Context: an optimization exercise on an open-source flow, tuned for small area. The choices shown serve that exercise and are no tape-out recipe. Function was checked by simulation only, so behaviour that the tests miss may differ from the original. No activity file was given, so power comes from the tool's default toggle rates.

===== design/flow/run.sh =====
#!/bin/bash
# synth_recipe.tcl (not shown) runs the flow's synth.tcl, then flattens the netlist and writes it again
# the make line also repeats each setting of config.mk as NAME=value (left out here)
make -C /OpenROAD-flow-scripts/flow DESIGN_CONFIG=/design/flow/config.mk WORK_HOME=/design/flow/orfs CLKGATE_MAP_FILE= SYNTH_SCRIPT=/design/flow/synth_recipe.tcl finish

===== design/flow/constraint.sdc =====
create_clock -name core_clock -period 20.0 [get_ports {clk}]
set_input_delay 4.0000 -clock core_clock [delete_from_list [all_inputs] [get_ports {clk}]]
set_output_delay 4.0000 -clock core_clock [all_outputs]
set_load 0.01 [all_outputs]

===== design/flow/config.mk =====
export PLATFORM = sky130hd
export DESIGN_NAME = zmr8_fltch
export DESIGN_NICKNAME = zmr8_fltch
export VERILOG_FILES = /design/flow/design.v
export SDC_FILE = /design/flow/constraint.sdc
export NUM_CORES = 4
export LEC_CHECK = 0
export ABC_AREA = 1
export CAP_MARGIN = 20
export CORE_MARGIN = 2
export CORE_UTILIZATION = 40
export SLEW_MARGIN = 20
export SYNTH_HIERARCHICAL = 1

===== design/flow/design.v =====
module zmr8_add22 (
    input  wire [21:0] a,
    input  wire [21:0] b,
    input  wire        ci,
    output wire [21:0] s
);
    wire [22:0] c;
    assign c[0] = ci;
    genvar k;
    generate
        for (k = 0; k < 22; k = k + 1) begin : g
            assign s[k]   = a[k] ^ b[k] ^ c[k];
            assign c[k+1] = (a[k] & b[k]) | (c[k] & (a[k] ^ b[k]));
        end
    endgenerate
endmodule
module zmr8_fltch (
    input  wire        clk,
    input  wire        rst,             
    input  wire [3:0]  pkt,             
    input  wire        pkt_ovr,         
    input  wire        clamp_i,         
    input  wire        sync,            
    input  wire [1:0]  cfg_preset,      
    input  wire [1:0]  cfg_rank,        
    input  wire [23:0] cfg_calg,        
    input  wire [23:0] cfg_calo,        
    input  wire [1:0]  cfg_then,        
    input  wire [1:0]  cfg_th0_mode,
    input  wire [23:0] cfg_th0_level,
    input  wire [15:0] cfg_th0_hyst,    
    input  wire [15:0] cfg_th0_dur,
    input  wire [1:0]  cfg_th1_mode,
    input  wire [23:0] cfg_th1_level,
    input  wire [15:0] cfg_th1_hyst,
    input  wire [15:0] cfg_th1_dur,
    output reg         out_valid,
    output reg  [23:0] out_value,
    output reg         out_ovr,
    output reg         out_disturb,
    output reg         out_settling,
    output reg         out_clamped,
    output wire [1:0]  th_active,
    output reg  [1:0]  th_rise,
    output reg  [1:0]  th_fall,
    output reg  [15:0] th0_count,
    output reg  [15:0] th1_count
);
    localparam H = 27;                  
    function [56:0] f_add;
        input [55:0] a;
        input [55:0] b;
        input        ci;
        integer i;
        reg c;
        begin
            c = ci;
            for (i = 0; i < 56; i = i + 1) begin
                f_add[i] = a[i] ^ b[i] ^ c;
                c = (a[i] & b[i]) | (c & (a[i] ^ b[i]));
            end
            f_add[56] = c;
        end
    endfunction
    function [16:0] f_inc;
        input [15:0] a;
        input        ci;
        integer i;
        reg c;
        begin
            c = ci;
            for (i = 0; i < 16; i = i + 1) begin
                f_inc[i] = a[i] ^ c;
                c = a[i] & c;
            end
            f_inc[16] = c;
        end
    endfunction
    function f_geu;
        input [25:0] a;
        input [25:0] b;
        integer i;
        reg c;
        begin
            c = 1'b1;
            for (i = 0; i < 26; i = i + 1)
                c = (a[i] & ~b[i]) | (c & (a[i] | ~b[i]));
            f_geu = c;
        end
    endfunction
    function [16:0] f_det;
        input [23:0] y;
        input [1:0]  mode;
        input [23:0] lev;
        input [15:0] hys;
        input [15:0] dur;
        input        st;
        input [15:0] run;
        input        en;
        input        fire;
        reg        m3, sub_h, neg, ge, meet, done;
        reg [18:0] hx;
        reg [56:0] th, zz;
        reg [26:0] t_ext, z;
        reg [16:0] r1;
        begin
            m3    = (mode == 2'd3);
            sub_h = st & !m3;
            hx    = st ? ({3'b000, hys} ^ {19{sub_h}}) : 19'd0;
            th    = f_add({39'd0, lev[23:7]}, {37'd0, hx}, sub_h);
            t_ext = {th[18], th[18:0], lev[6:0]};
            neg   = (mode == 2'd2) || ((mode == 2'd0 || m3) && y[23]);
            zz    = f_add({29'd0, {3{y[23]}}, y}, {29'd0, t_ext ^ {27{!neg}}}, !neg);
            z     = zz[26:0];
            ge    = neg ? (z[26] | (z == 27'd0)) : !z[26];
            meet  = ge ^ st ^ m3;
            r1    = f_inc(run, 1'b1);
            done  = f_geu({10'd0, r1[15:0]}, {10'd0, dur});    
            f_det[16]   = en & fire & meet & done;
            f_det[15:0] = !en ? 16'd0 :
                          !fire ? run :
                          (!meet || done) ? 16'd0 : r1[15:0];
        end
    endfunction
    reg [1:0]  preset_q;
    reg [1:0]  rank_q;
    reg [23:0] calg_q;
    reg [23:0] calo_q;
    reg [1:0]  then_q;
    reg [1:0]  mode0_q, mode1_q;
    reg [23:0] lev0_q, lev1_q;
    reg [15:0] hys0_q, hys1_q;
    reg [15:0] dur0_q, dur1_q;
    reg [3:0]  settle_cnt;
    wire [1:0] rank_next = (cfg_rank == 2'd3) ? rank_q : cfg_rank;
    always @(posedge clk) begin
        if (rst) begin
            preset_q <= 2'd1;
            rank_q   <= 2'd0;
            calg_q   <= 24'h40_0000;
            calo_q   <= 24'd0;
            then_q   <= 2'b00;
            mode0_q  <= 2'd0;  mode1_q <= 2'd0;
            lev0_q   <= 24'h7F_FFFF;  lev1_q <= 24'h7F_FFFF;
            hys0_q   <= 16'h0010;  hys1_q <= 16'h0010;
            dur0_q   <= 16'h0001;  dur1_q <= 16'h0001;
        end else if (sync) begin
            preset_q <= cfg_preset;
            rank_q   <= rank_next;
            calg_q   <= cfg_calg;
            calo_q   <= cfg_calo;
            then_q   <= cfg_then;
            mode0_q  <= cfg_th0_mode;   mode1_q <= cfg_th1_mode;
            lev0_q   <= cfg_th0_level;  lev1_q  <= cfg_th1_level;
            hys0_q   <= cfg_th0_hyst;   hys1_q  <= cfg_th1_hyst;
            dur0_q   <= cfg_th0_dur;    dur1_q  <= cfg_th1_dur;
        end
    end
    wire n5 = (preset_q == 2'd0);
    wire n3 = (preset_q == 2'd3);
    wire n4 = !n5 && !n3;
    wire [9:0] dec_mask = {~preset_q[1] & ~preset_q[0], ~preset_q[1], ~(preset_q[1] & preset_q[0]), 7'h7F};
    wire restart = rst | sync;
    reg  [9:0] ph;
    wire [16:0] ph_i = f_inc({6'd0, ph}, 1'b1);
    wire [9:0]  ph_inc = ph_i[9:0];
    wire [9:0] pm = ph & dec_mask;      
    wire dec_now = !restart && (pm == dec_mask);
    reg        run;                     
    wire       lowp = run && !restart && (pm[9:5] == 5'd0);
    wire [4:0] p = pm[4:0];
    always @(posedge clk) begin
        if (restart) begin
            ph  <= 10'd0;
            run <= 1'b0;
        end else begin
            ph  <= ph_inc;
            if (dec_now) run <= 1'b1;
        end
    end
    reg  [H-1:0] l0, l1, l2, l3, l4;
    reg  [H-1:0] h0, h1, h2, h3, h4;
    reg          g0, g1, g2, g3, g4;
    reg          xs;                    
    wire [H-1:0] l0n, l1n, l2n, l3n, l4n, h0n, h1n, h2n, h3n, h4n;
    wire         g0n, g1n, g2n, g3n, g4n;
    wire [56:0] sl0 = f_add({29'd0, l0}, {29'd0, {(H-4){pkt[3]}}, pkt}, 1'b0);
    wire [56:0] sl1 = f_add({29'd0, l1}, {29'd0, l0}, 1'b0);
    wire [56:0] sl2 = f_add({29'd0, l2}, {29'd0, l1}, 1'b0);
    wire [56:0] sl3 = f_add({29'd0, l3}, {29'd0, l2}, 1'b0);
    wire [56:0] sl4 = f_add({29'd0, l4}, {29'd0, l3}, 1'b0);
    wire [56:0] sh0 = f_add({29'd0, h0}, {29'd0, {H{xs}}}, g0);
    wire [56:0] sh1 = f_add({29'd0, h1}, {29'd0, h0}, g1);
    wire [56:0] sh2 = f_add({29'd0, h2}, {29'd0, h1}, g2);
    wire [56:0] sh3 = f_add({29'd0, h3}, {29'd0, h2}, g3);
    wire [56:0] sh4 = f_add({29'd0, h4}, {29'd0, h3}, g4);
    assign {g0n, l0n} = sl0[H:0];
    assign {g1n, l1n} = sl1[H:0];
    assign {g2n, l2n} = sl2[H:0];
    assign {g3n, l3n} = sl3[H:0];
    assign {g4n, l4n} = sl4[H:0];
    assign h0n = sh0[H-1:0];
    assign h1n = sh1[H-1:0];
    assign h2n = sh2[H-1:0];
    assign h3n = sh3[H-1:0];
    assign h4n = sh4[H-1:0];
    always @(posedge clk) begin
        l0 <= l0n; l1 <= l1n; l2 <= l2n; l3 <= l3n; l4 <= l4n;
        h0 <= h0n; h1 <= h1n; h2 <= h2n; h3 <= h3n; h4 <= h4n;
        g0 <= g0n; g1 <= g1n; g2 <= g2n; g3 <= g3n; g4 <= g4n;
        xs <= pkt[3];
    end
    reg [H-1:0] cl0, cl1, cl2, cl3, cl4;
    reg [H-1:0] ch0, ch1, ch2, ch3, ch4;
    reg [H-1:0] wl, wh;                 
    reg         cq;                     
    wire lo0 = dec_now;
    wire lo_s = lo0 || (lowp && (p[4:2] == 3'd0));
    wire lo_c = lo0 || (lowp && ((p == 5'd0) || (p == 5'd1) || (p == 5'd2 && !n3) || (p == 5'd3 && n5)));
    wire hi0 = lowp && (p == 5'd0);
    wire hi_s = lowp && ((p[4:2] == 3'd0) || (p == 5'd4));
    wire hi_c = lowp && ((p == 5'd0) || (p == 5'd1) || (p == 5'd2) || (p == 5'd3 && !n3) || (p == 5'd4 && n5));
    wire [H-1:0] al = lo0 ? (n5 ? l4 : n3 ? l2 : l3) : wl;
    wire [H-1:0] ah = hi0 ? (n5 ? h4 : n3 ? h2 : h3) : wh;
    wire [H-1:0] dl, dh;
    wire         dlc;
    wire [56:0] scl = f_add({29'd0, al}, {29'd0, ~cl0}, 1'b1);
    wire [56:0] sch = f_add({29'd0, ah}, {29'd0, ~ch0}, cq);
    assign {dlc, dl} = scl[H:0];
    assign dh = sch[H-1:0];
    always @(posedge clk) begin
        cq <= dlc;
        if (lo_s) begin
            cl0 <= cl1; cl1 <= cl2; cl2 <= cl3; cl3 <= cl4;
            cl4 <= lo_c ? al : cl0;
        end
        if (hi_s) begin
            ch0 <= ch1; ch1 <= ch2; ch2 <= ch3; ch3 <= ch4;
            ch4 <= hi_c ? ah : ch0;
        end
    end
    reg       ovr_acc;
    reg [3:0] ovr_hist;
    wire      ovr_period = ovr_acc | pkt_ovr;
    wire span_ovr = ovr_period | ovr_hist[0] | ovr_hist[1] | (ovr_hist[2] & !n3) | (ovr_hist[3] & n5);
    always @(posedge clk) begin
        if (restart) begin
            ovr_acc  <= 1'b0;
            ovr_hist <= 4'd0;
        end else if (dec_now) begin
            ovr_acc  <= 1'b0;
            ovr_hist <= {ovr_hist[2:0], ovr_period};
        end else begin
            ovr_acc  <= ovr_period;
        end
    end
    reg       clamp_seen;
    reg [1:0] dist_after;
    wire      clamp_period = clamp_seen | clamp_i;
    wire      dist_now = clamp_period | (dist_after != 2'd0);
    always @(posedge clk) begin
        if (rst) begin
            clamp_seen <= 1'b0;
            dist_after <= 2'd0;
        end else if (dec_now) begin
            clamp_seen <= 1'b0;
            if (clamp_period)            dist_after <= 2'd2;
            else if (dist_after != 2'd0) dist_after <= {1'b0, dist_after[1]};
        end else begin
            clamp_seen <= clamp_period;
        end
    end
    reg [4:0] win_ovr, win_dist;
    always @(posedge clk) begin
        if (restart) begin
            win_ovr  <= 5'd0;
            win_dist <= 5'd0;
        end else if (dec_now) begin
            win_ovr  <= {win_ovr[3:0], span_ovr};
            win_dist <= {win_dist[3:0], dist_now};
        end
    end
    reg  [55:0] acc;
    wire [55:0] w_ext = {{2{wh[H-1]}}, wh, wl};
    wire s_neg = wh[H-1];
    reg [55:0] r_scale;
    integer k;
    always @(*) begin
        for (k = 0; k < 56; k = k + 1) begin
            case (preset_q)
                2'd0:    r_scale[k] = s_neg ? (k < 50) : (k == 50);
                2'd1:    r_scale[k] = s_neg ? (k < 36) : (k == 36);
                2'd2:    r_scale[k] = s_neg ? (k < 32) : (k == 32);
                default: r_scale[k] = s_neg ? (k < 21) : (k == 21);
            endcase
        end
    end
    reg [25:0] code;
    always @(*) begin
        case (preset_q)
            2'd0:    code = acc[54:29];
            2'd1:    code = acc[40:15];
            2'd2:    code = acc[36:11];
            default: code = acc[25:0];
        endcase
    end
    wire [26:0] d = wl;
    wire [3:0]  bi = p[3:0];
    wire [25:0] g_ext = {1'b0, calg_q, 1'b0};
    wire [2:0]  bdig = {g_ext[2*bi+2], g_ext[2*bi+1], g_ext[2*bi]};
    wire [55:0] r_cal = {calg_q[23] ? {{5{d[26]}}, d} : 32'd0, 2'b00, ~d[26], {21{d[26]}}};
    reg [55:0] a_op, b_op;
    reg        b_inv, acc_en;
    always @(*) begin
        acc_en = lowp;
        a_op   = {{3{acc[55]}}, acc[55:3]};
        b_op   = w_ext;
        b_inv  = 1'b0;
        case (p)
            5'd5:  a_op = r_scale;
            5'd6:  begin a_op = {{4{acc[55]}}, acc[55:4]}; b_inv = 1'b1; end
            5'd7:  ;
            5'd8:  b_inv = 1'b1;
            5'd9:  ;
            5'd10: b_inv = 1'b1;
            5'd11: ;
            5'd12: ;
            5'd13: begin
                a_op  = {{30{code[25]}}, code};
                b_op  = {{32{calo_q[23]}}, calo_q};
                b_inv = 1'b1;
            end
            5'd16, 5'd17, 5'd18, 5'd19, 5'd20, 5'd21,
            5'd22, 5'd23, 5'd24, 5'd25, 5'd26, 5'd27: begin
                a_op  = (p == 5'd16) ? r_cal : {{2{acc[55]}}, acc[55:2]};
                b_inv = bdig[2];
                case (bdig)
                    3'b001, 3'b010, 3'b101, 3'b110: b_op = {{29{d[26]}}, d};
                    3'b011, 3'b100:                 b_op = {{28{d[26]}}, d, 1'b0};
                    default:                        b_op = 56'd0;
                endcase
            end
            default: acc_en = 1'b0;
        endcase
    end
    wire [55:0] b_x = b_op ^ {56{b_inv}};
    wire [33:0] sum_lo;
    wire        c_lo;
    wire [21:0] sum_h0, sum_h1;
    wire [56:0] sal = f_add({22'd0, a_op[33:0]}, {22'd0, b_x[33:0]}, b_inv);
    assign {c_lo, sum_lo} = sal[34:0];
    zmr8_add22 u_ah0 (.a(a_op[55:34]), .b(b_x[55:34]), .ci(1'b0), .s(sum_h0));
    zmr8_add22 u_ah1 (.a(a_op[55:34]), .b(b_x[55:34]), .ci(1'b1), .s(sum_h1));
    wire [55:0] acc_nx = {c_lo ? sum_h1 : sum_h0, sum_lo};
    always @(posedge clk) begin
        if (acc_en) acc <= acc_nx;
    end
    reg  [25:0] v1, v2, v3, v4;
    reg  b12, b13, b14, b23, b24, b34;
    wire [25:0] x0 = acc[25:0];
    wire [25:0] x0f = {~x0[25], x0[24:0]};
    wire x_le1, x_le2, x_le3, x_le4;
    assign x_le1 = f_geu({~v1[25], v1[24:0]}, x0f);
    assign x_le2 = f_geu({~v2[25], v2[24:0]}, x0f);
    assign x_le3 = f_geu({~v3[25], v3[24:0]}, x0f);
    assign x_le4 = f_geu({~v4[25], v4[24:0]}, x0f);
    wire [2:0] r0_5 = {2'd0, !x_le1} + {2'd0, !x_le2} + {2'd0, !x_le3} + {2'd0, !x_le4};
    wire [2:0] r1_5 = {2'd0, x_le1} + {2'd0, !b12} + {2'd0, !b13} + {2'd0, !b14};
    wire [2:0] r2_5 = {2'd0, x_le2} + {2'd0, b12} + {2'd0, !b23} + {2'd0, !b24};
    wire [2:0] r3_5 = {2'd0, x_le3} + {2'd0, b13} + {2'd0, b23} + {2'd0, !b34};
    wire s0_3 = (x_le1 ^ x_le2);                   
    wire s1_3 = (x_le1 == b12);                    
    reg [25:0] med;
    always @(*) begin
        if (rank_q == 2'd1) begin
            med = s0_3 ? x0 : s1_3 ? v1 : v2;
        end else if (rank_q == 2'd2) begin
            med = (r0_5 == 3'd2) ? x0 : (r1_5 == 3'd2) ? v1 :
                  (r2_5 == 3'd2) ? v2 : (r3_5 == 3'd2) ? v3 : v4;
        end else begin
            med = x0;
        end
    end
    wire med_step = lowp && (p == 5'd14);
    always @(posedge clk) begin
        if (med_step) begin
            v1 <= x0; v2 <= v1; v3 <= v2; v4 <= v3;
            b12 <= x_le1; b13 <= x_le2; b14 <= x_le3;
            b23 <= b12;   b24 <= b13;   b34 <= b23;
        end
    end
    always @(posedge clk) begin
        if (lo_c)          wl <= dl;
        else if (med_step) wl <= {med[25], med};
        if (hi_c)          wh <= dh;
    end
    wire [27:0] y = acc[27:0];
    wire clamp_hi = !y[27] && (y[26:23] != 4'd0);
    wire clamp_lo =  y[27] && (y[26:23] != 4'hF);
    wire [23:0] clamped_val = clamp_hi ? 24'h7F_FFFF :
                              clamp_lo ? 24'h80_0000 : y[23:0];
    wire      settling_now = (settle_cnt != 4'd0);
    wire [23:0] y_out   = settling_now ? 24'd0 : clamped_val;
    wire        clp_out = !settling_now && (clamp_hi || clamp_lo);
    reg s3_ovr, s3_dist;
    always @(*) begin
        case (rank_q)
            2'd1:    begin s3_ovr = |win_ovr[2:0]; s3_dist = |win_dist[2:0]; end
            2'd2:    begin s3_ovr = |win_ovr;      s3_dist = |win_dist;      end
            default: begin s3_ovr = win_ovr[0];    s3_dist = win_dist[0];    end
        endcase
    end
    wire ovr_out = s3_ovr | clp_out;
    wire out_now = lowp && (p == 5'd31);
    always @(posedge clk) begin
        if (rst) begin
            settle_cnt <= 4'd4;            
        end else if (sync) begin
            settle_cnt <= ((cfg_preset == 2'd0) ? 4'd5 : (cfg_preset == 2'd3) ? 4'd3 : 4'd4) +
                          ((rank_next == 2'd1) ? 4'd3 : (rank_next == 2'd2) ? 4'd5 : 4'd0);
        end else if (out_now && settling_now) begin
            settle_cnt <= settle_cnt - 4'd1;
        end
    end
    reg         st0, st1;
    reg  [15:0] run0, run1;
    wire        fire = out_now && !settling_now;
    wire [1:0]  t_rise, t_fall;
    wire [15:0] run0_n, run1_n, cnt0_n, cnt1_n;
    wire        cnt0_sat, cnt1_sat;
    wire [16:0] det0 = f_det(y_out, mode0_q, lev0_q, hys0_q, dur0_q, st0, run0, then_q[0], fire);
    wire [16:0] det1 = f_det(y_out, mode1_q, lev1_q, hys1_q, dur1_q, st1, run1, then_q[1], fire);
    assign {t_rise[0], run0_n} = det0;
    assign {t_rise[1], run1_n} = det1;
    wire [16:0] cn0 = f_inc(th0_count, 1'b1);
    wire [16:0] cn1 = f_inc(th1_count, 1'b1);
    assign {cnt0_sat, cnt0_n} = cn0;
    assign {cnt1_sat, cnt1_n} = cn1;
    assign th_active = {st1, st0};
    always @(posedge clk) begin
        if (rst) begin
            st0 <= 1'b0; st1 <= 1'b0;
            run0 <= 16'd0; run1 <= 16'd0;
            th_rise   <= 2'b00;
            th_fall   <= 2'b00;
            th0_count <= 16'd0;
            th1_count <= 16'd0;
        end else begin
            run0 <= run0_n;
            run1 <= run1_n;
            if (t_rise[0]) st0 <= !st0; else if (!then_q[0]) st0 <= 1'b0;
            if (t_rise[1]) st1 <= !st1; else if (!then_q[1]) st1 <= 1'b0;
            th_rise <= {t_rise[1] & !st1, t_rise[0] & !st0};
            th_fall <= {t_rise[1] &  st1, t_rise[0] &  st0};
            if (t_rise[0] && !st0 && !cnt0_sat) th0_count <= cnt0_n;
            if (t_rise[1] && !st1 && !cnt1_sat) th1_count <= cnt1_n;
        end
    end
    always @(posedge clk) begin
        if (rst) begin
            out_valid    <= 1'b0;
            out_value    <= 24'd0;
            out_ovr      <= 1'b0;
            out_disturb  <= 1'b0;
            out_settling <= 1'b1;
            out_clamped  <= 1'b0;
        end else begin
            out_valid   <= out_now;
            out_clamped <= 1'b0;
            if (out_now) begin
                out_value    <= y_out;
                out_ovr      <= ovr_out;
                out_disturb  <= s3_dist;
                out_settling <= settling_now;
                out_clamped  <= clp_out;
            end
        end
    end
endmodule

==> flow_summary.toml, run 1 <==
[routing]
wire_per_inst_um = 19.6
first_pass_iters = 5
top_layer = "met4"
routed_wl_um = 142000
ant_nets = 0
via_count = 37065
wl_met1_um = 63700
drt_iter0_drc = 3560
routed-wl-met2_um = 66000
wl_met3_um = 7830
drc = 0
post_drt_via_cell_ratio = 5.12

[synth]
ys.flop_type = "dfxtp_1"
synthCells = 5193
syn-num-nets = 5952
synth-seq-cells = 1069
yosys-top-cells-area = "edfxtp_1 (27%), dfxtp_1 (21%), fa_1 (18%)"
yosys_warnings = 7
synth_area_sq_um = 54100
synth_top_area_share_pct = 27.2
synth_edf_count = 490
seq_area_frac_synth_pct = 48.6
syn_area_per_cell_sq_um = 10.4
synth.distinct_cells = 55
synthArstFlopShare_pct = 0
synth_top_area_cell = "edfxtp_1"

[setup_path]
worst_ep_arrival_time_ns = 18.49
cp-start-kind = "register"
path_common_cell = "fa_1"
critPathKind = "register to register"
path_max_fanout = 33
crit_required_ns = 20.46
cp_slowest_cell = "fa_1"
critPathMaxStageDelay_ns = 0.85
critPathCaptureType = "register"

[timing]
maxSlewHeadroom_pct = 16.3
worst_clock_skew_ns = 0.0494
max_slew.worst_pin.slew_ns = 1.24
period_minus_slack_ns = 18.04
finalSetupViolCount = 0
tns_ns = 0
max_freq_ghz = 0.0554
finalMaxSlewViolations = 0
rsz0062_at_grt = "false"
report.final.hold_viol_count = 0
min_period_over_period_pct = 90.2

[min_path]
min_path_type = "register to register"

[global_route]
antenna_found_initial = 13
grt.overflow.total = 0
grt_max_degree = 99
grt_pass1_vias = 36889
grt_pass1_wl_um = 221000
track_usage_pct = 20.8

[final_layout]
stdcell_count = 7237
nNetsFinal = 6116
drive_gt1_share_pct = 6.17
area_growth_pct = 15.3
fill_cells = 12261

[floorplan]
die_area_sq_um = 138000
initial_core_util_pct = 40.4
die_w_um = 372
design.core.area_sq_um = 134000
rows = 134
ios = 246
die_h_um = 372

[clocking]
cts_tree = "done"
h-tree-depth = 3
cts_setup_buffers = 0
cts_made_buffers = 115
clock-sinks = 1069
clockBufferDepth = 3
clk_pin_slew_ns = 0.07
clk_latency_ns = 0.75
cts-root-buf = "clkbuf_16"
cts_hold_buf = 0
cts_resized = 0

[power]
finalPower_mw = 6.54
vdd_drop_max_uv = 91.7
p_leak_nw = 24.4
p_per_area_nw_per_um2 = 105

[placed_design]
gp_congestion = 0.960
dp_hpwl_um = 103000
placedCellCount = 7008
portBuffers = 245

[run_status]
outcome = "timing/DRC/antenna clean"

[job]
max_cap_viol_count = 0
-- modules after synthesis, one instance, submodules excluded --
module,flip-flops and latches,cell area (sq um),times used,cells
zmr8_add22,0,479,2,36
zmr8_fltch,1069,53200,1,5121
-- layout by cell type, fill, tap and decap left out, types with 104 or more instances in the layout --
master and n:
nor2_1 230, dfxtp_1 578, o21ai_0 527, fa_1 476, a21oi_1 285, ha_1 104
clkbuf_16 122, edfxtp_1 490, inv_1 622, clkdlybuf4s50_1 244, nand3_1 120, nand2_1 872
-- area by class of cell --
class,instances,area [sq um],area share [%]
Antenna cell,11,27.5,0.0441
Clock buffer,147,3260,5.22
Clock inverter,71,801,1.28
Inverter,651,2450,3.92
Multi-Input combinational cell,3220,24500,39.3
Sequential cell,1069,26300,42.1
Tap cell,1768,2210,3.54
Timing Repair Buffer,300,2860,4.58
-- worst paths after layout --
check               from  endpoint  slack, ns  depth (start not counted)
setup / recovery   ph[0]   acc[53]       1.96                         50
setup reg to reg   ph[0]   acc[53]       1.96                         50
hold / removal    ch2[1]    ch1[1]       0.41                          0
hold reg to reg   ch2[1]    ch1[1]       0.41                          0
-- flip-flops by register name, indices dropped and copies added, names as in the netlist, 27 cells and up --
| name | flops |
|---|---|
| h4 | 27 |
| cl0 | 27 |
| h2 | 27 |
| ch0 | 27 |
| cl3 | 27 |
| cl1 | 27 |
| l0 | 27 |
| l3 | 27 |
| l4 | 27 |
| ch2 | 27 |
| cl4 | 27 |
| h0 | 27 |
| l2 | 27 |
| ch1 | 27 |
| ch4 | 27 |
| ch3 | 27 |
| wl | 27 |
| l1 | 27 |
| h1 | 27 |
| h3 | 27 |
| cl2 | 27 |
| acc | 56 |
| wh | 27 |
-- logic make-up after synthesis --
group	synth area share, %
compound gates	12.9
xor+xnor	2.01
fa+ha+maj	20.0
buf+inv	6.37
flops	48.6
mux	0.504
other cells	0.0139
simple gates	9.59
-- layer usage --
layer  global-route usage (%)  vias up
met5                        0        -
met4                     7.64        0
met3                     2.92      238
met2                     32.5     1043
met1                     29.4    18091
li1                         -    17693
-- cells in the mapped netlist (3+ instances only) --
| master | number |
|---|---|
| clkbuf_1 | 197 |
| nor4_1 | 3 |
| nand4_1 | 15 |
| o221ai_1 | 27 |
| a22oi_1 | 25 |
| buf_2 | 20 |
| nor3b_1 | 3 |
| or2_2 | 14 |
| inv_1 | 626 |
| a21oi_1 | 286 |
| edfxtp_1 | 490 |
| ha_1 | 104 |
| o32ai_1 | 3 |
| xnor2_1 | 50 |
| buf_1 | 29 |
| o21ai_1 | 3 |
| inv_2 | 6 |
| o31ai_1 | 27 |
| fa_1 | 476 |
| buf_4 | 6 |
| nor2_2 | 5 |
| dfxtp_1 | 579 |
| nor3_1 | 21 |
| a31oi_1 | 5 |
| clkinv_1 | 19 |
| xor2_1 | 74 |
| o2111ai_1 | 19 |
| nand2_1 | 876 |
| o22a_1 | 13 |
| a211oi_1 | 3 |
| a22o_1 | 44 |
| o211ai_1 | 79 |
| o21ai_0 | 527 |
| nand2_2 | 3 |
| mux2_2 | 23 |
| a32oi_1 | 16 |
| o22ai_1 | 90 |
| a2111oi_0 | 11 |
| nand3_1 | 120 |
| nor2_1 | 235 |
-- worst max-delay path, delay by kind of cell, from the launching register on --
kind | cells | cell delay [ns]
adders and majority gates | 34 | 13.54
AOI/OAI and AO/OA | 2 | 0.30
and+or+nand+nor | 6 | 1.55
muxes | 1 | 0.42
buffers and inverters | 7 | 1.11
DFF | 1 | 0.79
-- power breakdown --
part           leakage [nW]  total [mW]  internal (mW)  switching [mW]
Combinational          13.2        1.27          0.620           0.648
Clock                  1.98        2.26           1.33           0.930
Sequential             9.21        3.01           2.67           0.338
-- metrics by stage --
step	hold slack, ns	worst slack, ns	instance area (sq um)	util (%)
6_report	0.413	1.96	62400	46.6
5_1_grt	0.418	1.08	62400	46.6
2_1_floorplan	0.400	4.08	54100	-
3_3_place_gp	0.401	2.18	58300	43.5
3_5_place_dp	0.405	2.02	58300	43.5
4_1_cts	0.411	2.02	62400	46.6
==> inputs of run 2 (changes only) <==
--- a/design/flow/config.mk
+++ b/design/flow/config.mk
@@ -8,6 +8,9 @@
 export ABC_AREA = 1
 export CAP_MARGIN = 20
 export CORE_MARGIN = 2
-export CORE_UTILIZATION = 40
+export CORE_UTILIZATION = 60
+export CTS_BUF_LIST = sky130_fd_sc_hd__clkbuf_4 sky130_fd_sc_hd__clkbuf_8
+export CTS_CLUSTER_SIZE = 20
+export PLACE_DENSITY = 0.72
 export SLEW_MARGIN = 20
 export SYNTH_HIERARCHICAL = 1
==> flow_summary.toml, run 2 <==
[job]
max_cap_viol_count = 0

[clocking]
cts-root-buf = "clkbuf_8"
cts_tree = "done"
clk_pin_slew_ns = 0.06
cts_resized = 0
clockBufferDepth = 3
cts_made_buffers = 172
clk_latency_ns = 0.86
h-tree-depth = 4
cts_hold_buf = 0
cts_setup_buffers = 0
clock-sinks = 1069

[power]
p_clk_share_pct = 31.8
p_leak_nw = 24.4
p_per_area_nw_per_um2 = 104
p_seq_share_pct = 47.4
p_sw_mw = 1.91
switching_share_pct = 30.0
p_comb_share_pct = 20.7
internal-power_mw = 4.45
vdd_drop_max_uv = 115

[synth]
syn_area_per_cell_sq_um = 10.4
yosys-top-cells-area = "edfxtp_1 (27%), dfxtp_1 (21%), fa_1 (18%)"
synth_top_area_share_pct = 27.2
synth_top_area_cell = "edfxtp_1"
synth_top_family_by_area = "adder cells"
synthSimpleGateAreaFrac_pct = 9.59
yosys_warnings = 7
synth_edf_count = 490
synthCells = 5193
synth_common_cells = "nand2_1 (876), inv_1 (626), dfxtp_1 (579), o21ai_0 (527), edfxtp_1 (490)"
seq_area_frac_synth_pct = 48.6
ys.flop_type = "dfxtp_1"
syn-num-nets = 5952
synthXorXnorAreaFrac_pct = 2.01
synth.distinct_cells = 55
synth_area_sq_um = 54100
synth.area.mux_share_pct = 0.504
yosys.area_share.adder_pct = 20.0
synth_compound_area_share_pct = 12.9
synthArstFlopShare_pct = 0
synth-seq-cells = 1069
synth.most_common_cell = "nand2_1"

[routing]
routed_wl_um = 137000
via_count = 37951
drc = 0
wire_per_inst_um = 20.2
drt_iter0_drc = 3999
first_pass_iters = 6
post_drt_via_cell_ratio = 5.62
ant_nets = 0

[global_route]
track_usage_pct = 30.0
met2_usage_pct = 47.2
grt_pass1_wl_um = 215000
use_met3_pct = 5.39
antenna_found_initial = 19
grt_busiest_layer = "met2"
grt.overflow.total = 0
grt.met1_usage_pct = 41.6
grt_max_degree = 105
grt_pass1_vias = 37663

[final_layout]
nNetsFinal = 6172
final_cell_mix = "nand2_1 (874), inv_1 (622), dfxtp_1 (578), o21ai_0 (527), edfxtp_1 (490)"
fill_cells = 6859
ff_latch_area_sq_um = 26300
fin_area_sq_um = 61300
final_common_cell = "nand2_1"
largest_register_ffs = 56
largest_register = "acc"
multiInputGateArea_sq_um = 24500
area_growth_pct = 13.3
drive_gt1_share_pct = 7.86

[placed_design]
gp_congestion = 0.975
pre_cts_slack_ns = 1.98
placed_area_sq_um = 57500
portBuffers = 245
dp_hpwl_um = 98500

[floorplan]
die_w_um = 304
ios = 246
initial_core_util_pct = 60.3
design.core.area_sq_um = 89700
die_h_um = 304
rows = 110
die_area_sq_um = 92600

[setup_path]
path_depth = 51
worstReg2RegStart = "ph[0]"
path_common_cell = "fa_1"
r2r_end = "acc[50]"
critPathMaxStageDelay_ns = 0.84
worst_ep_arrival_time_ns = 18.79
critPathKind = "register to register"
reg2reg_depth = 51
setup.worst_path.end = "acc[50]"
path_max_fanout = 33
rrSetupSlack_ns = 1.79
cp_slowest_cell = "fa_1"
critPathCaptureType = "register"
cp_top_family = "adder cells"
critPathBufInv = 8
crit_required_ns = 20.58
crit_path_start = "ph[0]"
cp-start-kind = "register"

[timing]
holdWs_ns = 0.390
maxSlewHeadroom_pct = 28.5
worst_slack_ns = 1.79
report.final.hold_viol_count = 0
max_freq_ghz = 0.0549
finalMaxSlewViolations = 0
max_slew.worst_pin.slew_ns = 1.07
period_minus_slack_ns = 18.21
worst_clock_skew_ns = 0.0487
tns_ns = 0
rsz0062_at_grt = "false"
finalSetupViolCount = 0
min_period_over_period_pct = 91.1

[min_path]
min_path_type = "register to register"

[run_status]
outcome = "timing/DRC/antenna clean"
run 2: changes by cell type in the layout (fill, tap and decap cells not counted), sizes merged:
| cell | delta |
|---|---|
| clkbuf | +116 |
| diode | +8 |
| clkinvlp | -6 |
| bufinv | -5 |
| inv | -5 |
| buf | -2 |
| clkinv | +1 |
| dlymetal6s2s | +1 |
run 2: logic make-up (layout without fill, tap and decap cells):
group / Yosys count / count (layout)
AOI/OAI and AO/OA: 1191 / 1191
muxes: 24 / 24
other: 2 / 21
buffers and inverters: 904 / 1269
DFF: 1069 / 1069
xor gates and xnor gates: 124 / 124
and+or+nand+nor: 1299 / 1299
adders and majority gates: 580 / 580
run 2: metal layers:
metal / routed length (um) / share of wire (%)
met1: 58000 / 42
met2: 64100 / 47
met3: 9750 / 7.1
met4: 4910 / 3.6
met5: 0 / 0
run 2: layout make-up:
cell class	count	share of cell area [%]
inverters	651	3.99
clock inverters	56	0.832
multi-input cells	3220	39.9
flip-flops and latches	1069	42.9
diodes	19	0.0775
repair buffers	299	4.66
well taps	1176	2.40
clock buffers	263	5.24
run 2: worst min-delay path by stage:
| stage | slack, ns | start | to | depth (start not counted) |
|---|---|---|---|---|
| 2_1_floorplan | 0.40 | ch1[0] | ch0[0] | 0 |
| 3_3_place_gp | 0.40 | cl2[19] | cl1[19] | 0 |
| 3_5_place_dp | 0.40 | ch2[26] | ch1[26] | 0 |
| 4_1_cts | 0.39 | cl3[17] | cl2[17] | 0 |
| 5_1_grt | 0.39 | cl3[17] | cl2[17] | 0 |
| 6_report | 0.39 | cl3[17] | cl2[17] | 0 |
run 2: power by group through the flow:
stage	registers (mW)	logic (mW)	clock network, mW
after floorplan	3.00	0.927	0
after global placement	3.05	1.18	0
final	3.01	1.32	2.02
after CTS	3.03	1.36	2.05
after global routing	3.09	1.62	2.15
after detailed placement	3.08	1.33	0
run 2: worst reg2reg max path, delay by kind of cell (launching register included):
family,cells,cell delay [ns]
AOI/OAI and AO/OA,2,0.30
adders and majority gates,34,13.61
buffers and inverters,8,1.34
DFF,1,0.80
muxes,1,0.43
and+or+nand+nor,6,1.46
run 2: through the flow:
stage / total power, mW / cells / util, %
global placement: 4.23 / 6414 / 64.1
global route: 6.87 / 6752 / 68.3
detailed placement: 4.41 / 6414 / 64.1
floorplan: 3.93 / 5193 / -
finish: 6.36 / 6753 / 68.3
CTS: 6.44 / 6733 / 68.3
run 2: modules after synthesis, one instance, submodules excluded:
module	flops+latches	copies in the design
zmr8_add22	0	2
zmr8_fltch	1069	1
==> inputs of run 3 (changes only) <==
--- a/design/flow/design.v
+++ b/design/flow/design.v
@@ -88,21 +88,16 @@
             f_geu = c;
         end
     endfunction
-    function [16:0] f_det;
+    function f_meet;
         input [23:0] y;
         input [1:0]  mode;
         input [23:0] lev;
         input [15:0] hys;
-        input [15:0] dur;
         input        st;
-        input [15:0] run;
-        input        en;
-        input        fire;
-        reg        m3, sub_h, neg, ge, meet, done;
+        reg        m3, sub_h, neg, ge;
         reg [18:0] hx;
         reg [56:0] th, zz;
         reg [26:0] t_ext, z;
-        reg [16:0] r1;
         begin
             m3    = (mode == 2'd3);
             sub_h = st & !m3;
@@ -113,11 +108,22 @@
             zz    = f_add({29'd0, {3{y[23]}}, y}, {29'd0, t_ext ^ {27{!neg}}}, !neg);
             z     = zz[26:0];
             ge    = neg ? (z[26] | (z == 27'd0)) : !z[26];
-            meet  = ge ^ st ^ m3;
+            f_meet = ge ^ st ^ m3;
+        end
+    endfunction
+    function [16:0] f_run;
+        input        meet;
+        input [15:0] dur;
+        input [15:0] run;
+        input        en;
+        input        fire;
+        reg        done;
+        reg [16:0] r1;
+        begin
             r1    = f_inc(run, 1'b1);
             done  = f_geu({10'd0, r1[15:0]}, {10'd0, dur});    
-            f_det[16]   = en & fire & meet & done;
-            f_det[15:0] = !en ? 16'd0 :
+            f_run[16]   = en & fire & meet & done;
+            f_run[15:0] = !en ? 16'd0 :
                           !fire ? run :
                           (!meet || done) ? 16'd0 : r1[15:0];
         end
@@ -169,6 +175,7 @@
     reg        run;                     
     wire       lowp = run && !restart && (pm[9:5] == 5'd0);
     wire [4:0] p = pm[4:0];
+    wire       lowd = run && (pm[9:5] == 5'd0);    
     always @(posedge clk) begin
         if (restart) begin
             ph  <= 10'd0;
@@ -310,21 +317,18 @@
     wire [2:0]  bdig = {g_ext[2*bi+2], g_ext[2*bi+1], g_ext[2*bi]};
     wire [55:0] r_cal = {calg_q[23] ? {{5{d[26]}}, d} : 32'd0, 2'b00, ~d[26], {21{d[26]}}};
     reg [55:0] a_op, b_op;
-    reg        b_inv, acc_en;
+    reg        b_inv;
     always @(*) begin
-        acc_en = lowp;
-        a_op   = {{3{acc[55]}}, acc[55:3]};
-        b_op   = w_ext;
+        a_op   = acc;
+        b_op   = 56'd0;
         b_inv  = 1'b0;
-        case (p)
-            5'd5:  a_op = r_scale;
-            5'd6:  begin a_op = {{4{acc[55]}}, acc[55:4]}; b_inv = 1'b1; end
-            5'd7:  ;
-            5'd8:  b_inv = 1'b1;
-            5'd9:  ;
-            5'd10: b_inv = 1'b1;
-            5'd11: ;
-            5'd12: ;
+        if (lowd) case (p)
+            5'd5:  begin a_op = r_scale; b_op = w_ext; end
+            5'd6:  begin a_op = {{4{acc[55]}}, acc[55:4]}; b_op = w_ext; b_inv = 1'b1; end
+            5'd7, 5'd9, 5'd11, 5'd12:
+                   begin a_op = {{3{acc[55]}}, acc[55:3]}; b_op = w_ext; end
+            5'd8, 5'd10:
+                   begin a_op = {{3{acc[55]}}, acc[55:3]}; b_op = w_ext; b_inv = 1'b1; end
             5'd13: begin
                 a_op  = {{30{code[25]}}, code};
                 b_op  = {{32{calo_q[23]}}, calo_q};
@@ -340,7 +344,7 @@
                     default:                        b_op = 56'd0;
                 endcase
             end
-            default: acc_en = 1'b0;
+            default: ;
         endcase
     end
     wire [55:0] b_x = b_op ^ {56{b_inv}};
@@ -353,7 +357,7 @@
     zmr8_add22 u_ah1 (.a(a_op[55:34]), .b(b_x[55:34]), .ci(1'b1), .s(sum_h1));
     wire [55:0] acc_nx = {c_lo ? sum_h1 : sum_h0, sum_lo};
     always @(posedge clk) begin
-        if (acc_en) acc <= acc_nx;
+        acc <= acc_nx;
     end
     reg  [25:0] v1, v2, v3, v4;
     reg  b12, b13, b14, b23, b24, b34;
@@ -428,8 +432,16 @@
     wire [1:0]  t_rise, t_fall;
     wire [15:0] run0_n, run1_n, cnt0_n, cnt1_n;
     wire        cnt0_sat, cnt1_sat;
-    wire [16:0] det0 = f_det(y_out, mode0_q, lev0_q, hys0_q, dur0_q, st0, run0, then_q[0], fire);
-    wire [16:0] det1 = f_det(y_out, mode1_q, lev1_q, hys1_q, dur1_q, st1, run1, then_q[1], fire);
+    reg  meet0, meet1;
+    wire sel1 = !p[0];                  
+    wire m_sh = f_meet(y_out, sel1 ? mode1_q : mode0_q, sel1 ? lev1_q : lev0_q,
+                       sel1 ? hys1_q : hys0_q, sel1 ? st1 : st0);
+    always @(posedge clk) begin
+        if (lowp && p == 5'd29) meet0 <= m_sh;
+        if (lowp && p == 5'd30) meet1 <= m_sh;
+    end
+    wire [16:0] det0 = f_run(meet0, dur0_q, run0, then_q[0], fire);
+    wire [16:0] det1 = f_run(meet1, dur1_q, run1, then_q[1], fire);
     assign {t_rise[0], run0_n} = det0;
     assign {t_rise[1], run1_n} = det1;
     wire [16:0] cn0 = f_inc(th0_count, 1'b1);
==> design/flow/config.mk (replaced) <==
export PLATFORM = sky130hd
export DESIGN_NAME = zmr8_fltch
export DESIGN_NICKNAME = zmr8_fltch
export VERILOG_FILES = /design/flow/design.v
export SDC_FILE = /design/flow/constraint.sdc
export NUM_CORES = 4
export LEC_CHECK = 0
export ABC_AREA = 1
export CAP_MARGIN = 0
export CORE_MARGIN = 2
export CORE_UTILIZATION = 40
export CTS_BUF_LIST = sky130_fd_sc_hd__clkbuf_16
export CTS_CLUSTER_SIZE = 30
export GPL_TIMING_DRIVEN = 0
export SLEW_MARGIN = 0
export SYNTH_HIERARCHICAL = 1
==> flow_summary.toml, run 3 <==
[synth]
synth.distinct_cells = 58
synthCells = 5255
syn-num-nets = 5969
synthArstFlopShare_pct = 0
synth.most_common_cell = "nand2_1"
ys.flop_type = "dfxtp_1"
synth_top_area_share_pct = 24.6
synth_common_cells = "nand2_1 (878), inv_1 (656), dfxtp_1 (635), edfxtp_1 (436), fa_1 (434)"
synth_top_area_cell = "edfxtp_1"
synth-seq-cells = 1071
seq_area_frac_synth_pct = 48.4
yosys_warnings = 7
syn_area_per_cell_sq_um = 10.1
yosys-top-cells-area = "edfxtp_1 (25%), dfxtp_1 (24%), fa_1 (16%)"
synth_edf_count = 436
synth_area_sq_um = 53300

[setup_path]
path_common_cell = "fa_1"
cp-start-kind = "register"
critPathCaptureType = "register"
worst_ep_arrival_time_ns = 19.23
crit_required_ns = 20.63
path_max_fanout = 11
critPathKind = "register to register"
critPathMaxStageDelay_ns = 0.86
cp_slowest_cell = "nor3_2"

[floorplan]
die_h_um = 369
die_area_sq_um = 136000
initial_core_util_pct = 40.4
die_w_um = 369
rows = 133
ios = 246
design.core.area_sq_um = 132000

[final_layout]
largest_register_ffs = 56
fin_util_pct = 47.2
ff_latch_area_sq_um = 25800
final_common_cell = "nand2_1"
fill_cells = 12342
antennaDiodeCount = 0
drive_gt1_share_pct = 5.79
nNetsFinal = 6362
fin_area_sq_um = 62200
largest_register = "acc"
final_cell_mix = "nand2_1 (877), inv_1 (671), dfxtp_1 (634), edfxtp_1 (436), fa_1 (434)"
area_growth_pct = 16.7
multiInputGateArea_sq_um = 23800

[job]
max_cap_viol_count = 0

[min_path]
min_path_type = "register to register"

[power]
vdd_drop_max_uv = 78.3
p_leak_nw = 24.7
finalPower_mw = 6.72
p_per_area_nw_per_um2 = 108

[clocking]
clk_latency_ns = 0.76
clock-sinks = 1071
cts_tree = "done"
clk_pin_slew_ns = 0.06
cts_hold_buf = 0
cts-root-buf = "clkbuf_16"
cts_resized = 0
clockBufferDepth = 3
h-tree-depth = 3
cts_made_buffers = 117
cts_setup_buffers = 0

[placed_design]
placed_area_sq_um = 58300
gp_congestion = 0.975
portBuffers = 244
dp_hpwl_um = 126000

[global_route]
grt.overflow.total = 0
track_usage_pct = 23.6
grt_pass1_vias = 38988
antenna_found_initial = 3
grt_max_degree = 77
grt_pass1_wl_um = 243000

[routing]
first_pass_iters = 6
ant_nets = 0
drc = 0
drt_iter0_drc = 3277
post_drt_via_cell_ratio = 5.21
routed_wl_um = 161000
via_count = 39105
wire_per_inst_um = 21.4

[timing]
maxSlewHeadroom_pct = 18.4
period_minus_slack_ns = 18.61
min_period_over_period_pct = 93.0
tns_ns = 0
finalMaxSlewViolations = 0
max_slew.worst_pin.slew_ns = 1.22
max_freq_ghz = 0.0537
finalSetupViolCount = 0
worst_clock_skew_ns = 0.0291
report.final.hold_viol_count = 0
rsz0062_at_grt = "false"

[run_status]
outcome = "timing/DRC/antenna clean"
-- run 3: layer usage --
layer	up-vias	track usage [%]	part of all wire, %	routed length [um]
li1	18467	-	-	-
met1	18984	31.6	43	69000
met2	1291	38.2	46	74700
met3	359	4.18	6.3	10100
met4	4	9.54	4.4	7110
met5	-	0	0.020	32
-- run 3: through the flow --
stage / setup WS (ns) / hold WS, ns / cells
2_1_floorplan: 3.08 / 0.400 / 5255
3_3_place_gp: -4.15 / 0.400 / 7254
3_5_place_dp: 1.60 / 0.405 / 7284
4_1_cts: 1.55 / 0.403 / 7507
5_1_grt: 0.781 / 0.414 / 7507
6_report: 1.39 / 0.404 / 7507
-- run 3: power by group --
| group | leakage (nW) | internal [mW] | total (mW) | switching [mW] |
|---|---|---|---|---|
| registers | 9.18 | 2.68 | 3.05 | 0.373 |
| logic | 13.5 | 0.680 | 1.47 | 0.795 |
| clock network | 1.95 | 1.26 | 2.19 | 0.934 |
| total | 24.7 | 4.62 | 6.72 | 2.10 |
-- run 3: kinds of logic (layout without fill, tap and decap cells) --
family	Yosys count	after routing	share of synthesized area [%]
flops	1071	1071	48.4
fa+ha+maj	535	535	18.7
buf+inv	977	1474	6.98
xor+xnor	75	75	1.23
simple gates	1283	1283	9.77
compound gates	1290	1290	14.5
mux	22	22	0.465
other cells	2	2	0.0141
-- run 3: final timing paths --
kind / start / endpoint / slack, ns / cells past startpoint
max: ph[0] / acc[47] / 1.39 / 56
min: ch3[16] / ch2[16] / 0.40 / 0
max reg2reg: ph[0] / acc[47] / 1.39 / 56
min reg2reg: ch3[16] / ch2[16] / 0.40 / 0
-- run 3: per-module statistics from Yosys, one instance, submodules excluded --
module / area [sq um] / flops+latches / times used
zmr8_fltch: 52400 / 1071 / 1
zmr8_add22: 479 / 0 / 2
-- run 3: worst max-delay path, delay by kind of cell, from the launching register on --
family                     cells  cell delay (ns)
adders and majority gates     34            13.19
buffers and inverters         13             2.92
and+or+nand+nor                7             1.53
muxes                          1             0.41
DFF                            1             0.34
AOI/OAI and AO/OA              1             0.11
-- run 3: final cells by class --
type / count / area share, %
Sequential cell: 1071 / 41.5
Clock buffer: 121 / 4.87
Clock inverter: 102 / 1.43
Multi-Input combinational cell: 3207 / 38.3
Buffer: 283 / 1.80
Tap cell: 1755 / 3.53
Inverter: 694 / 4.19
Timing Repair Buffer: 274 / 4.44
==> inputs of run 4 (changes only) <==
==> design/flow/flow/run.sh (new file) <==
#!/bin/bash
# Layout: the standard flow (standard.sh, its synthesis unchanged), with
# two changes: the port buffers are the smallest buffer (buf_1), and clock
# tree synthesis uses large sink clusters on clkbuf_16 leaf buffers and
# inserts no dummy loads. The tools' output goes to standard.log and to the
# ORFS logs under orfs/logs.
export BUFFER_PORTS_ARGS="-buffer_cell sky130_fd_sc_hd__buf_1"
export CTS_ARGS="-sink_clustering_enable -repair_clock_nets -buf_list {sky130_fd_sc_hd__clkbuf_16} -sink_clustering_size 25 -sink_clustering_max_diameter 80 -dont_use_dummy_load"
bash standard.sh > standard.log 2>&1
==> design/flow/standard.sh (new file) <==
#!/bin/bash
# synth_recipe.tcl (not shown) runs the flow's synth.tcl, then flattens the netlist and writes it again
# the make line also repeats each setting of config.mk as NAME=value (left out here)
make -C /OpenROAD-flow-scripts/flow DESIGN_CONFIG=/design/flow/config.mk WORK_HOME=/design/flow/orfs CLKGATE_MAP_FILE= SYNTH_SCRIPT=/design/flow/synth_recipe.tcl "${@:-finish}"
==> design/flow/config.mk (replaced) <==
export PLATFORM = sky130hd
export DESIGN_NAME = zmr8_fltch
export DESIGN_NICKNAME = zmr8_fltch
export VERILOG_FILES = /design/flow/design.v
export SDC_FILE = /design/flow/constraint.sdc
export NUM_CORES = 4
export LEC_CHECK = 0
export ABC_AREA = 1
export CAP_MARGIN = 20
export CORE_MARGIN = 2
export CORE_UTILIZATION = 65
export GPL_TIMING_DRIVEN = 0
export PLACE_DENSITY = 0.75
export SLEW_MARGIN = 20
export SYNTH_HIERARCHICAL = 1
removed: design/flow/run.sh
==> flow_summary.toml, run 4 <==
[clocking]
cts_made_buffers = 53
h-tree-depth = 2
clock-sinks = 1071
clk_pin_slew_ns = 0.09
clockBufferDepth = 3
cts-root-buf = "clkbuf_16"
cts_tree = "done"
cts_setup_buffers = 0
clk_latency_ns = 0.65
cts_hold_buf = 0
cts_resized = 0

[floorplan]
die_w_um = 290
initial_core_util_pct = 65.3
rows = 105
die_area_sq_um = 84300
ios = 246
design.core.area_sq_um = 81600
die_h_um = 290

[synth]
synthArstFlopShare_pct = 0
syn-num-nets = 5969
synth.most_common_cell = "nand2_1"
synth_edf_count = 436
yosys-top-cells-area = "edfxtp_1 (25%), dfxtp_1 (24%), fa_1 (16%)"
synth_area_sq_um = 53300
ys.flop_type = "dfxtp_1"
synth_top_area_share_pct = 24.6
seq_area_frac_synth_pct = 48.4
synth.distinct_cells = 58
syn_area_per_cell_sq_um = 10.1
synthCells = 5255
synth-seq-cells = 1071
synth_top_area_cell = "edfxtp_1"
synth_common_cells = "nand2_1 (878), inv_1 (656), dfxtp_1 (635), edfxtp_1 (436), fa_1 (434)"
yosys_warnings = 7

[final_layout]
final_common_cell = "nand2_1"
largest_register_ffs = 56
largest_register = "acc"
fin_util_pct = 70.2
drive_gt1_share_pct = 3.90
nNetsFinal = 6303
stdcell_count = 6663
final_cell_mix = "nand2_1 (877), inv_1 (655), dfxtp_1 (634), edfxtp_1 (436), fa_1 (434)"
area_growth_pct = 7.42
fill_cells = 5959
fin_area_sq_um = 57300

[power]
p_leak_nw = 22.8
p_per_area_nw_per_um2 = 104
vdd_drop_max_uv = 135
finalPower_mw = 5.94

[timing]
report.final.hold_viol_count = 0
worst_slack_ns = 1.65
max_slew.worst_pin.slew_ns = 1.13
worst_clock_skew_ns = 0.0548
rsz0062_at_grt = "false"
finalSetupViolCount = 0
holdWs_ns = 0.409
finalMaxSlewViolations = 0
period_minus_slack_ns = 18.35
tns_ns = 0
min_period_over_period_pct = 91.7
maxSlewHeadroom_pct = 24.1
max_freq_ghz = 0.0545

[setup_path]
cp-start-kind = "register"
crit_required_ns = 20.52
critPathMaxStageDelay_ns = 0.79
path_max_fanout = 11
critPathKind = "register to register"
worst_ep_arrival_time_ns = 18.86
cp_slowest_cell = "nor3_2"
critPathCaptureType = "register"
path_common_cell = "fa_1"

[placed_design]
pre_cts_slack_ns = 1.95
dp_hpwl_um = 118000
portBuffers = 244
placed_area_sq_um = 55900
gp_congestion = 1.03
placedCellCount = 6603

[routing]
drc = 0
via_count = 40190
drt_iter0_drc = 4402
routed_wl_um = 156000
ant_nets = 0
post_drt_via_cell_ratio = 6.03
wire_per_inst_um = 23.4
first_pass_iters = 8

[run_status]
outcome = "timing/DRC/antenna clean"

[global_route]
grt.overflow.total = 0
grt_max_degree = 64
grt_pass1_vias = 39986
grt_pass1_wl_um = 237000
track_usage_pct = 37.1
antenna_found_initial = 4

[min_path]
min_path_type = "register to register"

[job]
max_cap_viol_count = 0
## run 4: cell counts after synthesis
Identical to the previous run, type by type.
## run 4: area by class of cell
class                      count  area (sq um)  area share, %
sequential                  1071         25800           45.1
multi-input combinational   3207         23800           41.6
inverter                     694          2610           4.55
tap                         1070          1340           2.34
clock buffer                  53          1330           2.32
timing repair buffer         279          1230           2.15
buffer                       283          1120           1.95
antenna                        6          15.0         0.0262
## run 4: cell families (layout without fill, tap and decap cells)
logic type,Yosys count,after routing,share of synthesized area (%)
adders and majority gates,535,535,18.7
buffers and inverters,977,1309,6.98
muxes,22,22,0.465
and+or+nand+nor,1283,1283,9.77
other,2,8,0.0141
DFF,1071,1071,48.4
xor gates and xnor gates,75,75,1.23
AOI/OAI and AO/OA,1290,1290,14.5
## run 4: Yosys stat by module, one instance, submodules excluded
module,cells,flops+latches,times used,cell area (sq um)
zmr8_add22,36,0,2,479
zmr8_fltch,5183,1071,1,52400
## run 4: critical path, delay by kind of cell (launching register included)
kind,cells,cell delay [ns]
mux,1,0.41
compound gates,1,0.11
simple gates,7,1.45
buf+inv,13,2.76
fa+ha+maj,34,13.13
flops,1,0.35
## run 4: where the power goes
group / internal (mW) / switching, mW
Combinational: 0.756 / 0.946
Sequential: 2.68 / 0.409
Clock: 0.472 / 0.676
## run 4: metal layers
metal | part of all wire (%) | global-route usage, % | vias to the layer above
met5 | 0.019 | 0 | -
met4 | 4.7 | 14.9 | 4
met3 | 8.3 | 5.12 | 392
met2 | 48 | 61.1 | 2008
met1 | 39 | 50.3 | 19574
li1 | - | - | 18212
## run 4: final timing paths
check,cells after the start,slack [ns],start,end
worst max-delay path,56,1.65,ph[0],acc[42]
worst min-delay path,0,0.41,cl2[16],cl1[16]
worst max register to register,56,1.65,ph[0],acc[42]
worst min register to register,0,0.41,cl2[16],cl1[16]
==> inputs of run 5 (changes only) <==
--- a/design/flow/config.mk
+++ b/design/flow/config.mk
@@ -9,7 +9,6 @@
 export CAP_MARGIN = 20
 export CORE_MARGIN = 2
 export CORE_UTILIZATION = 65
-export GPL_TIMING_DRIVEN = 0
 export PLACE_DENSITY = 0.75
 export SLEW_MARGIN = 20
 export SYNTH_HIERARCHICAL = 1
==> flow_summary.toml, run 5 <==
[clocking]
cts_setup_buffers = 0
clk_latency_ns = 0.67
cts_resized = 0
h-tree-depth = 2
clk_pin_slew_ns = 0.10
cts_tree = "done"
clock-sinks = 1071
cts_hold_buf = 0
cts_made_buffers = 52
cts-root-buf = "clkbuf_16"
clockBufferDepth = 3

[timing]
finalSetupViolCount = 0
holdWs_ns = 0.420
finalMaxSlewViolations = 0
period_minus_slack_ns = 18.19
min_period_over_period_pct = 90.9
tns_ns = 0
report.final.hold_viol_count = 0
max_freq_ghz = 0.0550
max_slew.worst_pin.slew_ns = 1.13
worst_clock_skew_ns = 0.0684
maxSlewHeadroom_pct = 24.3
rsz0062_at_grt = "false"

[synth]
synth_top_area_share_pct = 24.6
synth_top_area_cell = "edfxtp_1"
synth_area_sq_um = 53300
syn_area_per_cell_sq_um = 10.1
synth.most_common_cell = "nand2_1"
seq_area_frac_synth_pct = 48.4
yosys-top-cells-area = "edfxtp_1 (25%), dfxtp_1 (24%), fa_1 (16%)"
syn-num-nets = 5969
yosys_warnings = 7
synthArstFlopShare_pct = 0
synth.distinct_cells = 58
synthCells = 5255
synth_edf_count = 436
ys.flop_type = "dfxtp_1"
synth_common_cells = "nand2_1 (878), inv_1 (656), dfxtp_1 (635), edfxtp_1 (436), fa_1 (434)"
synth-seq-cells = 1071

[floorplan]
ios = 246
rows = 105
die_w_um = 290
die_area_sq_um = 84300
design.core.area_sq_um = 81600
die_h_um = 290
initial_core_util_pct = 65.3

[final_layout]
drive_gt1_share_pct = 3.93
area_growth_pct = 5.50
largest_register_ffs = 56
final_cell_mix = "nand2_1 (876), inv_1 (654), dfxtp_1 (633), edfxtp_1 (436), fa_1 (434)"
nNetsFinal = 6034
final_common_cell = "nand2_1"
largest_register = "acc"

[global_route]
antenna_found_initial = 3
track_usage_pct = 31.5
grt_pass1_wl_um = 207000
grt_pass1_vias = 36553
grt.overflow.total = 0
grt_max_degree = 93

[routing]
top_layer = "met5"
wl_met1_um = 54500
wl_met3_um = 11300
first_pass_iters = 6
routed_wl_um = 133000
drt_iter0_drc = 4289
wire_per_inst_um = 20.7
ant_nets = 0
routed-wl-met2_um = 61200
post_drt_via_cell_ratio = 5.89
via_count = 37637
drc = 0

[setup_path]
path_max_fanout = 66
path_common_cell = "fa_1"
critPathMaxStageDelay_ns = 0.88
critPathKind = "register to register"
crit_required_ns = 20.53
cp-start-kind = "register"
worst_ep_arrival_time_ns = 18.72
critPathCaptureType = "register"
cp_slowest_cell = "fa_1"

[run_status]
outcome = "timing/DRC/antenna clean"

[power]
p_per_area_nw_per_um2 = 100
p_leak_nw = 22.4
vdd_drop_max_uv = 105

[placed_design]
dp_hpwl_um = 96800
portBuffers = 245
gp_congestion = 0.994

[job]
max_cap_viol_count = 0

[min_path]
min_path_type = "register to register"
[run 5: cell counts after synthesis]
No cell type changed its count.
[run 5: layout make-up]
| type | instances | area (sq um) |
|---|---|---|
| Antenna cell | 2 | 5.00 |
| Fill cell | 6259 | 25300 |
| Tap cell | 1070 | 1340 |
| Inverter | 694 | 2610 |
| Clock buffer | 52 | 1300 |
| Sequential cell | 1071 | 25800 |
| Multi-Input combinational cell | 3207 | 23900 |
| Timing Repair Buffer | 294 | 1300 |
[run 5: worst paths after layout]
check,start,to,slack [ns],depth (start not counted)
hold reg to reg,cl1[7],cl0[7],0.42,0
setup / recovery,ph[0],acc[43],1.81,52
setup reg to reg,ph[0],acc[43],1.81,52
hold / removal,cl1[7],cl0[7],0.42,0
[run 5: per-layer routing]
metal	GRT usage (%)	up-vias
met2	50.3	1621
met1	43.7	18032
met5	0	-
met4	11.7	2
li1	-	17656
met3	5.48	326
[run 5: critical path, delay by kind of cell, from the launching register on]
| kind | cells | cell delay (ns) |
|---|---|---|
| fa+ha+maj | 34 | 13.65 |
| buf+inv | 10 | 2.63 |
| simple gates | 6 | 0.73 |
| flops | 1 | 0.43 |
| mux | 1 | 0.42 |
| xor+xnor | 1 | 0.18 |
[run 5: modules after synthesis (local to each module, per instance)]
| module | area, sq um | flip-flops and latches |
|---|---|---|
| zmr8_fltch | 52400 | 1071 |
| zmr8_add22 | 479 | 0 |
[run 5: through the flow]
step | power, mW | instance area [sq um] | cells | setup WS, ns | utilization [%]
2_1_floorplan | 4.04 | 53300 | 5255 | 3.08 | -
3_3_place_gp | 4.38 | 54900 | 6334 | 2.31 | 67.3
3_5_place_dp | 4.58 | 54900 | 6334 | 1.97 | 67.3
4_1_cts | 5.71 | 56200 | 6386 | 2.01 | 68.9
5_1_grt | 6.12 | 56200 | 6389 | 1.12 | 68.9
6_report | 5.65 | 56200 | 6390 | 1.81 | 68.9
[run 5: power breakdown]
part,internal (mW),switching (mW),leakage [nW]
Combinational,0.669,0.792,12.5
Sequential,2.68,0.383,9.18
Clock,0.463,0.664,0.641
Total,3.81,1.84,22.4
[run 5: logic make-up (layout without fill, tap and decap cells)]
logic type | count (synthesis) | in the layout | share of synthesized area, %
AO/OA/AOI/OAI | 1290 | 1290 | 14.5
AND/OR/NAND/NOR | 1283 | 1283 | 9.77
flip-flops | 1071 | 1071 | 48.4
buffers and inverters | 977 | 1040 | 6.98
adder cells (fa/ha/maj) | 535 | 535 | 18.7
XOR/XNOR | 75 | 75 | 1.23
multiplexers | 22 | 22 | 0.465
other | 2 | 4 | 0.0141
==> inputs of run 6 (changes only) <==
==> design/flow/flow/run.sh (replaced) <==
#!/bin/bash
# Layout: the standard flow (standard.sh, its synthesis unchanged), with
# two changes: the port buffers are the smallest buffer (buf_1), and clock
# tree synthesis uses large sink clusters on clkbuf_16 leaf buffers and
# inserts no dummy loads. The tools' output goes to standard.log and to the
# ORFS logs under orfs/logs.
export BUFFER_PORTS_ARGS="-buffer_cell sky130_fd_sc_hd__buf_1"
export CTS_ARGS="-sink_clustering_enable -repair_clock_nets -buf_list {sky130_fd_sc_hd__clkbuf_16} -sink_clustering_size 18 -sink_clustering_max_diameter 60 -dont_use_dummy_load"
bash standard.sh > standard.log 2>&1
--- a/design/flow/config.mk
+++ b/design/flow/config.mk
@@ -9,6 +9,7 @@
 export CAP_MARGIN = 20
 export CORE_MARGIN = 2
 export CORE_UTILIZATION = 65
+export GPL_TIMING_DRIVEN = 0
 export PLACE_DENSITY = 0.75
 export SLEW_MARGIN = 20
 export SYNTH_HIERARCHICAL = 1
==> flow_summary.toml, run 6 <==
[final_layout]
fin_area_sq_um = 58100
area_growth_pct = 8.90
fin_util_pct = 71.2
nNetsFinal = 6334
largest_register = "acc"
final_common_cell = "nand2_1"
final_cell_mix = "nand2_1 (877), inv_1 (655), dfxtp_1 (634), edfxtp_1 (436), fa_1 (434)"
drive_gt1_share_pct = 4.45
largest_register_ffs = 56
fill_cells = 5852

[routing]
wire_per_inst_um = 23.7
via_count = 40593
first_pass_iters = 6
drt_iter0_drc = 4383
routed_wl_um = 159000
post_drt_via_cell_ratio = 6.07
ant_nets = 0
drc = 0

[synth]
synthArstFlopShare_pct = 0
synth_area_sq_um = 53300
synth_common_cells = "nand2_1 (878), inv_1 (656), dfxtp_1 (635), edfxtp_1 (436), fa_1 (434)"
syn-num-nets = 5969
synth.most_common_cell = "nand2_1"
yosys_warnings = 7
yosys-top-cells-area = "edfxtp_1 (25%), dfxtp_1 (24%), fa_1 (16%)"
ys.flop_type = "dfxtp_1"
synth_edf_count = 436
synth_top_area_share_pct = 24.6
synthCells = 5255
synth-seq-cells = 1071
syn_area_per_cell_sq_um = 10.1
synth.distinct_cells = 58
synth_top_area_cell = "edfxtp_1"
seq_area_frac_synth_pct = 48.4

[setup_path]
critPathMaxStageDelay_ns = 0.77
critPathKind = "register to register"
worst_ep_arrival_time_ns = 18.85
path_max_fanout = 11
cp_slowest_cell = "nor3_2"
cp-start-kind = "register"
cp_top_family = "adder cells"
path_common_cell = "fa_1"
critPathCaptureType = "register"
critPathBufInv = 13
crit_required_ns = 20.51

[floorplan]
die_area_sq_um = 84300
die_h_um = 290
initial_core_util_pct = 65.3
design.core.area_sq_um = 81600
rows = 105
die_w_um = 290
ios = 246

[timing]
maxSlewHeadroom_pct = 21.8
rsz0062_at_grt = "false"
max_slew.worst_pin.slew_ns = 1.17
worst_slack_ns = 1.66
holdWs_ns = 0.375
period_minus_slack_ns = 18.34
min_period_over_period_pct = 91.7
finalMaxSlewViolations = 0
max_freq_ghz = 0.0545
worst_clock_skew_ns = 0.0983
finalSetupViolCount = 0
report.final.hold_viol_count = 0

[clocking]
clockBufferDepth = 3
cts_hold_buf = 0
cts_setup_buffers = 0
clk_pin_slew_ns = 0.07
cts_tree = "done"
clock-sinks = 1071
h-tree-depth = 3
cts_resized = 0
clk_latency_ns = 0.69
cts_made_buffers = 85
cts-root-buf = "clkbuf_16"

[global_route]
met2_usage_pct = 61.3
grt.overflow.total = 0
grt_pass1_vias = 40697
grt_pass1_wl_um = 241000
grt.met1_usage_pct = 50.5
grt_max_degree = 64
grt_busiest_layer = "met2"
use_met3_pct = 5.71
antenna_found_initial = 3
track_usage_pct = 37.8

[power]
vdd_drop_max_uv = 131
finalPower_mw = 6.33
p_leak_nw = 23.2
p_per_area_nw_per_um2 = 109

[placed_design]
dp_hpwl_um = 118000
gp_congestion = 1.03
portBuffers = 244
placed_area_sq_um = 55900
pre_cts_slack_ns = 1.95

[run_status]
outcome = "timing/DRC/antenna clean"

[min_path]
min_path_type = "register to register"

[job]
max_cap_viol_count = 0
-- run 6: cell types whose count changed in the layout (fill, tap and decap cells not counted), moves of 3 or more --
cell	before	now
clkbuf_16	52	85
nor2_1	208	211
buf_4	47	21
buf_1	244	266
buf_6	0	5
clkbuf_1	0	228
buf_2	0	35
buf_12	0	3
-- run 6: metrics by stage --
stage,instances,TNS (ns)
after floorplan,5255,0
after global placement,6569,-240.94
after detailed placement,6603,0
after CTS,6688,0
after global routing,6689,0
final,6692,0
-- run 6: power by group --
part / switching, mW / internal (mW)
combinational: 0.972 / 0.770
sequential: 0.416 / 2.68
clock: 0.746 / 0.747
total: 2.13 / 4.20
-- run 6: kinds of logic (layout without fill, tap and decap cells) --
| family | after synthesis | in the layout | synth area share (%) |
|---|---|---|---|
| compound gates | 1290 | 1290 | 14.5 |
| flops | 1071 | 1071 | 48.4 |
| xor+xnor | 75 | 75 | 1.23 |
| simple gates | 1283 | 1283 | 9.77 |
| fa+ha+maj | 535 | 535 | 18.7 |
| buf+inv | 977 | 1340 | 6.98 |
| mux | 22 | 22 | 0.465 |
| other cells | 2 | 6 | 0.0141 |
-- run 6: area by class of cell --
type | count | area [sq um] | share of cell area [%]
antenna | 4 | 10.0 | 0.0172
buffer | 283 | 1120 | 1.93
clock buffer | 85 | 2130 | 3.66
inverter | 694 | 2610 | 4.49
multi-input combinational | 3207 | 23800 | 41.0
sequential | 1071 | 25800 | 44.5
tap | 1070 | 1340 | 2.31
timing repair buffer | 278 | 1220 | 2.10
-- run 6: per-module statistics from Yosys (local to each module, per instance) --
module | copies in the design | cell area [sq um]
zmr8_add22 | 2 | 479
zmr8_fltch | 1 | 52400
-- run 6: worst paths after layout --
path	slack [ns]	cells after the start	to	startpoint
worst max-delay path	1.66	56	acc[42]	ph[0]
worst min register to register	0.38	0	ch3[3]	ch4[3]
worst max register to register	1.66	56	acc[42]	ph[0]
worst min-delay path	0.38	0	ch3[3]	ch4[3]
-- run 6: routing by layer --
| layer | wire [um] | vias up |
|---|---|---|
| met1 | 62600 | 19779 |
| met5 | 15 | - |
| met2 | 74900 | 2070 |
| li1 | - | 18302 |
| met3 | 12900 | 440 |
| met4 | 8310 | 2 |

## re-timing with driven ports
The results above use ideal ports. As a check the final layouts listed here were re-extracted and re-timed, cells and wires unchanged. Step 1, drivers: a clkbuf_16 drives clk and a buf_2 each remaining input, both assumed. Step 2 also shifts input and output timing later by t, the mid clock arrival at the registers, as if the neighbouring blocks saw the same clock. a / b / c = ideal ports / drivers / drivers and shift; a / b = the first two.
run	t (ns)	slack for setup (ns)	cell pins on the clock port's net
run 1	0.804	1.964 / 1.964 / 1.964	1
run 2	0.907	1.788 / 1.788 / 1.788	1
run 3	0.812	1.393 / 1.393 / 1.393	1
run 4	0.699	1.655 / 1.655 / 1.655	1
run 5	0.703	1.810 / 1.810 / 1.810	1
run 6	0.707	1.659 / 1.659 / 1.659	1
After both steps setup and hold are still met in every run listed.
